Context: an optimization exercise on an open-source flow, tuned for small area, a short achievable clock period and few clock cycles per item. The choices shown serve that exercise and are no tape-out recipe.
At most, simulation tests tie the RTL to the original design; equivalence was not proved.
Power figures rest on the tool's default switching activity, not on a simulated workload.

Design fpdivsqrt, start of the top module:
module fpdivsqrt (
    input  wire        clk,
    input  wire        rst,      
    input  wire        start,    
    input  wire        op,       
    input  wire [31:0] a,
    input  wire [31:0] b,
    output wire        ready,
    output reg         done,
    output reg  [31:0] result,
    output reg  [4:0]  flags
);
export LEC_CHECK = 0
export ABC_AREA = 1
export CAP_MARGIN = 20
export CORE_MARGIN = 2
export CORE_UTILIZATION = 40
export SETUP_SLACK_MARGIN = 1.5
export SLEW_MARGIN = 20
create_clock -name core_clock -period 5.0 [get_ports {clk}]
standard.sh (not shown) runs the stock make flow with config.mk's settings and CLKGATE_MAP_FILE= SYNTH_SCRIPT=/design/flow/synth_recipe.tcl, a recipe that flattens the netlist after the stock synthesis.
==> flow/flow/run.sh <==
#!/bin/bash
# The standard layout (the standard.sh) with these changes:
#  - port buffers are the smallest buffer, sky130_fd_sc_hd__buf_1, which the
#    resizer may still upsize where timing or slew needs it;
#  - clock tree synthesis builds the tree from small clock buffers and
#    inserts no dummy loads.
# make's full output goes to run_make.log in this folder; ORFS's own per-step
# logs are under orfs/logs/.
set -euo pipefail
bash standard.sh \
  "BUFFER_PORTS_ARGS=-buffer_cell sky130_fd_sc_hd__buf_1" \
  "CTS_ARGS=-sink_clustering_enable -repair_clock_nets -dont_use_dummy_load -buf_list {sky130_fd_sc_hd__clkbuf_2 sky130_fd_sc_hd__clkbuf_4 sky130_fd_sc_hd__clkbuf_8}" \
  finish > run_make.log 2>&1
The baseline finished with timing, DRC and antenna clean.
Change:
--- a/flow/design.v
+++ b/flow/design.v
@@ -93,35 +93,38 @@
             b2[FR-2-2*i] = ms[i];
             k1[24-2*i] = ms[i];
             k2[23-2*i] = ms[i];
         end
         for (i = 0; i < 13; i = i + 1) begin
             k1[25-2*i] = k1[25-2*i] | md[i];
             k2[24-2*i] = k2[24-2*i] | md[i];
         end
     end
     wire [W-1:0] f1n  = pn & ~b1;
     wire [W-1:0] f2bn = pn & ~b2;
     wire [W-1:0] f2an = pn & ~(b1 << 1) & ~b2;
-    wire [W-1:0] cx = {w[W-2:0], 1'b1};
-    wire [W-1:0] cy = {f1n[W-2:0], 1'b1};
-    wire [W-1:0] cz = f2an;
-    wire [W-1:0] cs = cx ^ cy ^ cz;
-    wire [W-1:0] cc = (cx & cy) | (cx & cz) | (cy & cz);
-    wire [W-1:0] t1, t2b, t2a;
-    pfx_add #(W) u_t1  (.a(w), .b(f1n), .ci(1'b1), .s(t1));
-    pfx_add #(W) u_t2b (.a({w[W-2:0], 1'b0}), .b(f2bn), .ci(1'b1), .s(t2b));
-    pfx_add #(W) u_t2a (.a(cs), .b({cc[W-2:0], 1'b1}), .ci(1'b0), .s(t2a));
-    wire d1 = ~t1[W-1];
-    wire d2 = d1 ? ~t2a[W-1] : ~t2b[W-1];
+    wire [W+2:0] a2n  = {2'b11, pn, 1'b1} & ~{2'b00, b1, 1'b0};
+    wire [W+2:0] cx = {2'b00, w, 1'b1};
+    wire [W+2:0] cy = a2n;
+    wire [W+2:0] cz = {3'b111, f2an};
+    wire [W+2:0] cs = cx ^ cy ^ cz;
+    wire [W+2:0] cc = (cx & cy) | (cx & cz) | (cy & cz);
+    wire [W:0]   t1;
+    wire [W+1:0] t2b;
+    wire [W+2:0] t2a;
+    pfx_add #(W+1) u_t1  (.a({1'b0, w}), .b({1'b1, f1n}), .ci(1'b1), .s(t1));
+    pfx_add #(W+2) u_t2b (.a({1'b0, w, 1'b0}), .b({2'b11, f2bn}), .ci(1'b1), .s(t2b));
+    pfx_add #(W+3) u_t2a (.a(cs), .b({cc[W+1:0], 1'b1}), .ci(1'b0), .s(t2a));
+    wire d1 = ~t1[W];
+    wire d2 = d1 ? ~t2a[W+2] : ~t2b[W+1];
     reg [W-1:0] wn;
     always @(*) begin
         case ({d1, d2})
             2'b11:   wn = {t2a[W-2:0], 1'b0};
             2'b10:   wn = {t1[W-3:0], 2'b00};
             2'b01:   wn = {t2b[W-2:0], 1'b0};
             default: wn = {w[W-3:0], 2'b00};
         endcase
     end
     wire [25:0] sn = s | (d1 ? k1 : 26'd0) | (d2 ? k2 : 26'd0);
     wire        hi      = s[25];
     wire [22:0] frac    = hi ? s[24:2] : s[23:1];
The changed run finished clean.
Cell count went down by 1.7%.
Maximum frequency goes up by 3.1%.
Clock power grows by about 0.5%.
Sequential power fell by about 2%.
Utilization falls by 1.2 points.
Worst hold slack improved by 0.0038 ns.
Non-clock buffer count came out lower by 16.
Cell area shrinks by 2.9%.
Register-to-register slack is better by 0.10 ns.
Total power goes down by 15%.
Setup slack improves by 0.10 ns.
Clock skew is lower by 0.0044 ns.
Testbench counts after the change, summed over its fixed seeds: cycles 162,076, ops 12,000.
The RTL of the first run of this note was laid out without a check of its function.

========
Setup of run a:
Another version of the RTL of fpdivsqrt (not shown whole).
Size in the first run: ~150 flip-flops, roughly 110 I/O pins, roughly 14000 sq um of cells after synthesis.
==> flow/config.mk <==
export PLATFORM = sky130hd
export DESIGN_NAME = fpdivsqrt
export DESIGN_NICKNAME = fpdivsqrt
export VERILOG_FILES = /design/flow/design.v
export SDC_FILE = /design/flow/constraint.sdc
export NUM_CORES = 4
export LEC_CHECK = 0
export ABC_AREA = 1
export CAP_MARGIN = 20
export CORE_MARGIN = 2
export CORE_UTILIZATION = 40
export SETUP_SLACK_MARGIN = 1.7
export SLEW_MARGIN = 20
==> flow/constraint.sdc <==
create_clock -name core_clock -period 5.0 [get_ports {clk}]
set_input_delay 1.0000 -clock core_clock [delete_from_list [all_inputs] [get_ports {clk}]]
set_output_delay 1.0000 -clock core_clock [all_outputs]
set_load 0.01 [all_outputs]
Scripts as last shown in full above: flow/flow/run.sh
diff inputs: run a => run b
diff --git a/flow/design.v b/flow/design.v
--- a/flow/design.v
+++ b/flow/design.v
@@ -62,33 +62,32 @@
                 sp = 1'b0;
             end
         end
     end
     wire [9:0]  div_exp = {2'b00, ea} + {2'b11, ~eb} + 10'd127;   
     wire [8:0]  sq_sum  = {1'b0, ea} + 9'd127;
     wire [9:0]  sq_exp  = {2'b00, sq_sum[8:1]};                   
     wire [24:0] sq_m1  = ea[0] ? {2'b00, fa} : {fa[22], ~fa[22], fa[21:0], 1'b0};
     wire [W-1:0] w_init = op ? {sq_m1, 2'b00} : {3'b001, fa, 1'b0};
     reg          busy;       
     reg          fin;        
-    reg          dv;         
-    reg  [3:0]   cyc;        
+    reg  [12:0]  md;         
     reg  [11:0]  ms;         
     reg          sign_q;
     reg  [9:0]   exp_q;      
     reg  [W-1:0] w;          
     reg  [W-1:0] pn;         
     reg  [25:0]  s;          
     reg          spq, spq_nan, spq_inf, spq_nv, spq_dz;
     assign ready = ~busy;
-    wire   last  = (dv & (cyc == 4'd12)) | ms[11];
+    wire   last  = md[12] | ms[11];
     reg [W-1:0] b1, b2;      
     integer i;
     always @(*) begin
         b1 = {W{1'b0}};
         b2 = {W{1'b0}};
         for (i = 0; i < 12; i = i + 1) begin
             b1[FR-1-2*i] = ms[i];
             b2[FR-2-2*i] = ms[i];
         end
     end
     wire [W-1:0] pl   = pn & ~(({W{s[1]}} & (b1 << 3)) | ({W{s[0]}} & (b1 << 2)));
@@ -121,23 +120,24 @@
     wire        sticky  = (hi & s[0]) | (w != {W{1'b0}});
     wire        rinc    = rbit & (sticky | frac[0]);
     wire        inexact = rbit | sticky;
     wire [30:0] xin = {exp_q[7:0], frac};
     reg  [30:0] pa, pb;      
     integer d, n;
     always @(*) begin
         pa = {xin[29:0], 1'b1};
         for (d = 1; d < 31; d = d * 2) begin
             pb = pa;
             for (n = d; n < 31; n = n + 1)
-                pb[n] = pa[n] & pa[n-d];
+                if ((n / d) % 2 == 1)
+                    pb[n] = pa[n] & pa[(n / d) * d - 1];
             pa = pb;
         end
     end
     wire [30:0] inc = xin ^ (pa & {31{rinc}});
     wire uf      = exp_q[9] | (exp_q == 10'd0);
     wire of_big  = ~exp_q[9] & (exp_q[8] | (exp_q[7:0] == 8'hFF));
     wire of_rnd  = (exp_q == 10'd254) & rinc & (&frac);
     reg [31:0] rnd_res;
     reg [4:0]  rnd_flg;
     always @(*) begin
         if (spq) begin
@@ -164,42 +164,41 @@
             if (!busy) begin
                 busy <= start & ~sp;
                 fin  <= start & sp;
             end else begin
                 busy <= ~last;
                 fin  <= last;
             end
         end
         result <= rnd_res;
         flags  <= rnd_flg;
         if (!busy) begin
-            dv      <= ~op;
-            cyc     <= 4'd0;
+            md      <= {12'd0, ~op};
             ms      <= {11'd0, op};
             sign_q  <= op ? sa : (sa ^ sb);
             exp_q   <= op ? {1'b0, sq_exp} : div_exp;
             w       <= w_init;
             pn      <= op ? ~{2'b01, 25'd0} : ~{3'b001, fb, 1'b0};
             s       <= {25'd0, op};         
             spq     <= sp;
             spq_nan <= sp_nan;
             spq_inf <= sp_inf;
             spq_nv  <= sp_nv;
             spq_dz  <= sp_dz;
         end else begin
-            cyc <= cyc + 4'd1;
+            md <= md << 1;
             ms <= ms << 1;
             w  <= wn;
             s  <= {s[23:0], d1, d2};
             if (ms != 12'd0) pn <= pl;
-            if (dv & (cyc == 4'd1)) exp_q <= exp_q + {9'd0, s[1]};
+            if (md[1]) exp_q <= exp_q + {9'd0, s[1]};
         end
     end
 endmodule
 module pfx_add #(
     parameter integer N = 8
 ) (
     input  wire [N-1:0] a,
     input  wire [N-1:0] b,
     input  wire         ci,
     output wire [N-1:0] s
 );
==> run summary <==
- STATUS post-route total power: run b wins against run a
- Design area went down by a few percent going from run a to run b.
- [diff] setup slack, run b relative to run a: improvement
- Run b against run a: post-synthesis area per instance ~0 delta, ratio of cells with drive above 1 in the final layout -3.5 points, sequential share of power +2.9 points, met3 routed wirelength -about 6%.
- [run b] layout overhead on the synthesized area fell 1.7 points relative to run a
- The post-synthesis register bit count in run b was higher than what run a gave.
- From run a to run b the numbers moved as follows: worst hold slack across all endpoints shows a reduction of 0.0050 ns, upper clock frequency limit shows an increase of 1.8%, core utilization shows a reduction of 0.24 points, estimated wirelength of the detail-placed design shows a reduction of about 7%.
- Comparing run a against run b, there is no change at all in total count of max-transition violations in the final report.
Function was not checked in any run of this note: the RTL went through the layout flow alone.

========
the baseline:
The RTL this note starts from:
==> flow/design.v <==
module fpdivsqrt (
    input  wire        clk,
    input  wire        rst,      
    input  wire        start,    
    input  wire        op,       
    input  wire [31:0] a,
    input  wire [31:0] b,
    output wire        ready,
    output reg         done,
    output reg  [31:0] result,
    output reg  [4:0]  flags
);
    localparam integer FR = 24;          
    localparam integer W  = FR + 3;      
    localparam [31:0] QNAN = 32'h7FC0_0000;
    wire        sa = a[31];
    wire        sb = b[31];
    wire [7:0]  ea = a[30:23];
    wire [7:0]  eb = b[30:23];
    wire [22:0] fa = a[22:0];
    wire [22:0] fb = b[22:0];
    wire a_zero = (ea == 8'd0);
    wire b_zero = (eb == 8'd0);
    wire a_max  = (ea == 8'hFF);
    wire b_max  = (eb == 8'hFF);
    wire a_fz   = (fa == 23'd0);
    wire b_fz   = (fb == 23'd0);
    wire a_inf  = a_max & a_fz;
    wire b_inf  = b_max & b_fz;
    wire a_nan  = a_max & ~a_fz;
    wire b_nan  = b_max & ~b_fz;
    wire a_snan = a_nan & ~fa[22];
    wire b_snan = b_nan & ~fb[22];
    reg  sp, sp_nan, sp_inf, sp_nv, sp_dz;
    always @(*) begin
        sp = 1'b1; sp_nan = 1'b0; sp_inf = 1'b0; sp_nv = 1'b0; sp_dz = 1'b0;
        if (!op) begin
            if (a_nan | b_nan) begin
                sp_nan = 1'b1; sp_nv = a_snan | b_snan;
            end else if (a_inf & b_inf) begin
                sp_nan = 1'b1; sp_nv = 1'b1;
            end else if (a_inf) begin
                sp_inf = 1'b1;
            end else if (b_inf) begin
            end else if (b_zero & a_zero) begin
                sp_nan = 1'b1; sp_nv = 1'b1;
            end else if (b_zero) begin
                sp_inf = 1'b1; sp_dz = 1'b1;
            end else if (a_zero) begin
            end else begin
                sp = 1'b0;
            end
        end else begin
            if (a_nan) begin
                sp_nan = 1'b1; sp_nv = a_snan;
            end else if (a_zero) begin
            end else if (sa) begin
                sp_nan = 1'b1; sp_nv = 1'b1;
            end else if (a_inf) begin
                sp_inf = 1'b1;
            end else begin
                sp = 1'b0;
            end
        end
    end
    wire [9:0]  div_exp = {2'b00, ea} + {2'b11, ~eb} + 10'd127;   
    wire [8:0]  sq_sum  = {1'b0, ea} + 9'd125;
    wire [9:0]  sq_exp  = {2'b00, sq_sum[8:1]};                   
    wire [24:0] sq_m1  = ea[0] ? {2'b00, fa} : {fa[22], ~fa[22], fa[21:0], 1'b0};
    wire [W-1:0] w_init = op ? {sq_m1, 2'b00} : {3'b001, fa, 1'b0};
    reg          busy;       
    reg          fin;        
    reg  [12:0]  md;         
    reg  [11:0]  ms;         
    reg          sign_q;
    reg  [9:0]   exp_q;      
    reg  [W-1:0] w;          
    reg  [W-1:0] pn;         
    reg  [25:0]  s;          
    reg          spq, spq_nan, spq_inf, spq_nv, spq_dz;
    assign ready = ~busy;
    wire   last  = md[12] | ms[11];
    reg [W-1:0] b1, b2;      
    reg [25:0]  k1, k2;      
    integer i;
    always @(*) begin
        b1 = {W{1'b0}};
        b2 = {W{1'b0}};
        k1 = 26'd0;
        k2 = 26'd0;
        for (i = 0; i < 12; i = i + 1) begin
            b1[FR-1-2*i] = ms[i];
            b2[FR-2-2*i] = ms[i];
            k1[24-2*i] = ms[i];
            k2[23-2*i] = ms[i];
        end
        for (i = 0; i < 13; i = i + 1) begin
            k1[25-2*i] = k1[25-2*i] | md[i];
            k2[24-2*i] = k2[24-2*i] | md[i];
        end
    end
    wire [W-1:0] f1n  = pn & ~b1;
    wire [W-1:0] f2bn = pn & ~b2;
    wire [W-1:0] cx  = {w[W-2:0], 1'b1};
    wire [W-1:0] pn1 = {pn[W-2:0], 1'b1};
    wire [W-1:0] u   = ~{b1[W-2:0], 1'b0};
    wire [W-1:0] pv  = pn & ~b2;
    wire [W-1:0] yx  = u & (pn1 ^ pv);
    wire [W-1:0] ya  = u & pn1 & pv;
    wire [W-1:0] yo  = u & (pn1 | pv);
    wire [W-1:0] cs  = cx ^ yx;
    wire [W-1:0] cc  = ya | (cx & yo);
    wire [W-1:0] t1, t2b, t2a;
    pfx_add #(W) u_t1  (.a(w), .b(f1n), .ci(1'b1), .s(t1));
    pfx_add #(W) u_t2b (.a({w[W-2:0], 1'b0}), .b(f2bn), .ci(1'b1), .s(t2b));
    pfx_add #(W) u_t2a (.a(cs), .b({cc[W-2:0], 1'b1}), .ci(1'b0), .s(t2a));
    wire d1 = ~t1[W-1];
    wire d2 = d1 ? ~t2a[W-1] : ~t2b[W-1];
    reg [W-1:0] wn;
    always @(*) begin
        case ({d1, d2})
            2'b11:   wn = {t2a[W-2:0], 1'b0};
            2'b10:   wn = {t1[W-3:0], 2'b00};
            2'b01:   wn = {t2b[W-2:0], 1'b0};
            default: wn = {w[W-3:0], 2'b00};
        endcase
    end
    wire [25:0] sn = s | (d1 ? k1 : 26'd0) | (d2 ? k2 : 26'd0);
    wire        hi      = s[25];
    wire [22:0] frac    = hi ? s[24:2] : s[23:1];
    wire        rbit    = hi ? s[1] : s[0];
    wire        sticky  = (hi & s[0]) | (w != {W{1'b0}});
    wire        rinc    = rbit & (sticky | frac[0]);
    wire        inexact = rbit | sticky;
    wire [30:0] xin = {exp_q[7:0], frac};
    reg  [30:0] pa, pb;      
    integer d, n;
    always @(*) begin
        pa = {xin[29:0], 1'b1};
        for (d = 1; d < 31; d = d * 2) begin
            pb = pa;
            for (n = d; n < 31; n = n + 1)
                pb[n] = pa[n] & pa[n-d];
            pa = pb;
        end
    end
    wire [30:0] inc = xin ^ (pa & {31{rinc}});
    wire uf      = exp_q[9] | (exp_q == 10'd0);
    wire of_big  = ~exp_q[9] & (exp_q[8] | (exp_q[7:0] == 8'hFF));
    wire of_rnd  = (exp_q == 10'd254) & rinc & (&frac);
    reg [31:0] rnd_res;
    reg [4:0]  rnd_flg;
    always @(*) begin
        if (spq) begin
            rnd_res = spq_nan ? QNAN : {sign_q, spq_inf ? 8'hFF : 8'h00, 23'd0};
            rnd_flg = {3'b000, spq_dz, spq_nv};
        end else if (uf) begin
            rnd_res = {sign_q, 31'd0};
            rnd_flg = 5'b11000;
        end else if (of_big) begin
            rnd_res = {sign_q, 8'hFF, 23'd0};
            rnd_flg = 5'b10100;
        end else begin
            rnd_res = {sign_q, inc};
            rnd_flg = {inexact, 1'b0, of_rnd, 2'b00};
        end
    end
    always @(posedge clk) begin
        if (rst) begin
            busy <= 1'b0;
            fin  <= 1'b0;
            done <= 1'b0;
        end else begin
            done <= fin;
            if (!busy) begin
                busy <= start & ~sp;
                fin  <= start & sp;
            end else begin
                busy <= ~last;
                fin  <= last;
            end
        end
        result <= rnd_res;
        flags  <= rnd_flg;
        if (!busy) begin
            md      <= {12'd0, ~op};
            ms      <= {11'd0, op};
            sign_q  <= op ? sa : (sa ^ sb);
            exp_q   <= op ? {1'b0, sq_exp} : div_exp;
            w       <= w_init;
            pn      <= op ? ~{2'b01, 25'd0} : ~{3'b001, fb, 1'b0};
            s       <= op ? {1'b1, 25'd0} : 26'd0;
            spq     <= sp;
            spq_nan <= sp_nan;
            spq_inf <= sp_inf;
            spq_nv  <= sp_nv;
            spq_dz  <= sp_dz;
        end else begin
            md <= md << 1;
            ms <= ms << 1;
            w  <= wn;
            s  <= sn;
            if (ms != 12'd0) pn <= ~{1'b0, sn};
            if (md[1] | ms[1]) exp_q <= exp_q + {9'd0, s[25]};
        end
    end
endmodule
module pfx_add #(
    parameter integer N = 8
) (
    input  wire [N-1:0] a,
    input  wire [N-1:0] b,
    input  wire         ci,
    output wire [N-1:0] s
);
    reg [N-1:0] g, p, gn, pn;
    integer d, i;
    always @(*) begin
        g = a & b;
        p = a ^ b;
        g[0] = g[0] | (p[0] & ci);
        for (d = 1; d < N; d = d * 2) begin
            gn = g;
            pn = p;
            for (i = d; i < N; i = i + 1) begin
                if ((i / d) % 2 == 1) begin
                    gn[i] = g[i] | (p[i] & g[(i / d) * d - 1]);
                    pn[i] = p[i] & p[(i / d) * d - 1];
                end
            end
            g = gn;
            p = pn;
        end
    end
    assign s = a ^ b ^ {g[N-2:0], ci};
endmodule
Settings: LEC_CHECK=0, ABC_AREA=1, CAP_MARGIN=20, CORE_MARGIN=2, CORE_UTILIZATION=40, SETUP_SLACK_MARGIN=1.5, SLEW_MARGIN=20; clock period 5.0 ns.
Scripts as last shown in full above: flow/flow/run.sh
Inputs modified between the baseline and the candidate:
diff --git a/flow/design.v b/flow/design.v
--- a/flow/design.v
+++ b/flow/design.v
@@ -98,21 +98,18 @@
             k1[25-2*i] = k1[25-2*i] | md[i];
             k2[24-2*i] = k2[24-2*i] | md[i];
         end
     end
     wire [W-1:0] f1n  = pn & ~b1;
     wire [W-1:0] f2bn = pn & ~b2;
-    wire [W-1:0] cx  = {w[W-2:0], 1'b1};
-    wire [W-1:0] pn1 = {pn[W-2:0], 1'b1};
-    wire [W-1:0] u   = ~{b1[W-2:0], 1'b0};
-    wire [W-1:0] pv  = pn & ~b2;
-    wire [W-1:0] yx  = u & (pn1 ^ pv);
-    wire [W-1:0] ya  = u & pn1 & pv;
-    wire [W-1:0] yo  = u & (pn1 | pv);
-    wire [W-1:0] cs  = cx ^ yx;
-    wire [W-1:0] cc  = ya | (cx & yo);
+    wire [W-1:0] f2an = pn & ~(b1 << 1) & ~b2;
+    wire [W-1:0] cx = {w[W-2:0], 1'b1};
+    wire [W-1:0] cy = {f1n[W-2:0], 1'b1};
+    wire [W-1:0] cz = f2an;
+    wire [W-1:0] cs = cx ^ cy ^ cz;
+    wire [W-1:0] cc = (cx & cy) | (cx & cz) | (cy & cz);
     wire [W-1:0] t1, t2b, t2a;
     pfx_add #(W) u_t1  (.a(w), .b(f1n), .ci(1'b1), .s(t1));
     pfx_add #(W) u_t2b (.a({w[W-2:0], 1'b0}), .b(f2bn), .ci(1'b1), .s(t2b));
     pfx_add #(W) u_t2a (.a(cs), .b({cc[W-2:0], 1'b1}), .ci(1'b0), .s(t2a));
     wire d1 = ~t1[W-1];
     wire d2 = d1 ? ~t2a[W-1] : ~t2b[W-1];
Results
For the baseline and the candidate, there was not a single run that failed to finish clean. The candidate has area after synthesis below what the baseline had. Compared with the baseline, the candidate shows a lower critical path depth. There was hardly any difference in required time of the worst setup path between the candidate and the baseline. The baseline leaves more setup margin than the candidate. Total power (the candidate over the baseline): decrease, 3.3%. Against the baseline as the reference, the candidate delivers a higher signal arrival time at the worst endpoint. | half-perimeter wire length of the detailed placement result | lower: the baseline |.
No run of this note included a check of the RTL's function; only the layout flow was run.

==> static timing again, ports no longer ideal <==
No port has a modelled driver above. Below, the same layouts with a new extraction and two added sets of constraints.
Step 1: set_driving_cell puts a clkbuf_16 on clk and a buf_2 on each other input, an assumption about the parent block.
Step 2 adds t to the input delays and takes it off the output delays; t is the mean of the earliest and latest rising clock arrival at the registers after step 1. Input paths then give back, and output paths get back, about the clock's delay inside the block.
Slacks: ideal ports / drivers / drivers and shift; pairs: ideal ports / drivers.
run | shift t [ns] | setup WS [ns] | hold WS [ns] | worst setup path after step 2 | worst register clock-pin slew, ns
the first run of note 1 | 0.494 | 1.610 / 1.610 / 1.311 | 0.408 / 0.408 / 0.408 | input to register | 0.11 / 0.11
the second run of note 1 | 0.509 | 1.710 / 1.710 / 1.586 | 0.411 / 0.411 / 0.411 | input to register | 0.10 / 0.10
run a | 0.530 | 1.576 / 1.576 / 1.417 | 0.412 / 0.412 / 0.412 | input to register | 0.10 / 0.10
run b | 0.521 | 1.637 / 1.637 / 1.487 | 0.407 / 0.407 / 0.407 | input to register | 0.11 / 0.11
the baseline | 0.497 | 1.614 / 1.614 / 1.345 | 0.410 / 0.410 / 0.410 | input to register | 0.10 / 0.10
the candidate | 0.486 | 1.575 / 1.575 / 1.361 | 0.411 / 0.411 / 0.411 | input to register | 0.10 / 0.10
After both steps every run listed still meets setup and hold. For the first run of note 1, which loses most, drivers alone change the setup slack by 0.000 ns; drivers and shift together by -0.299 ns.
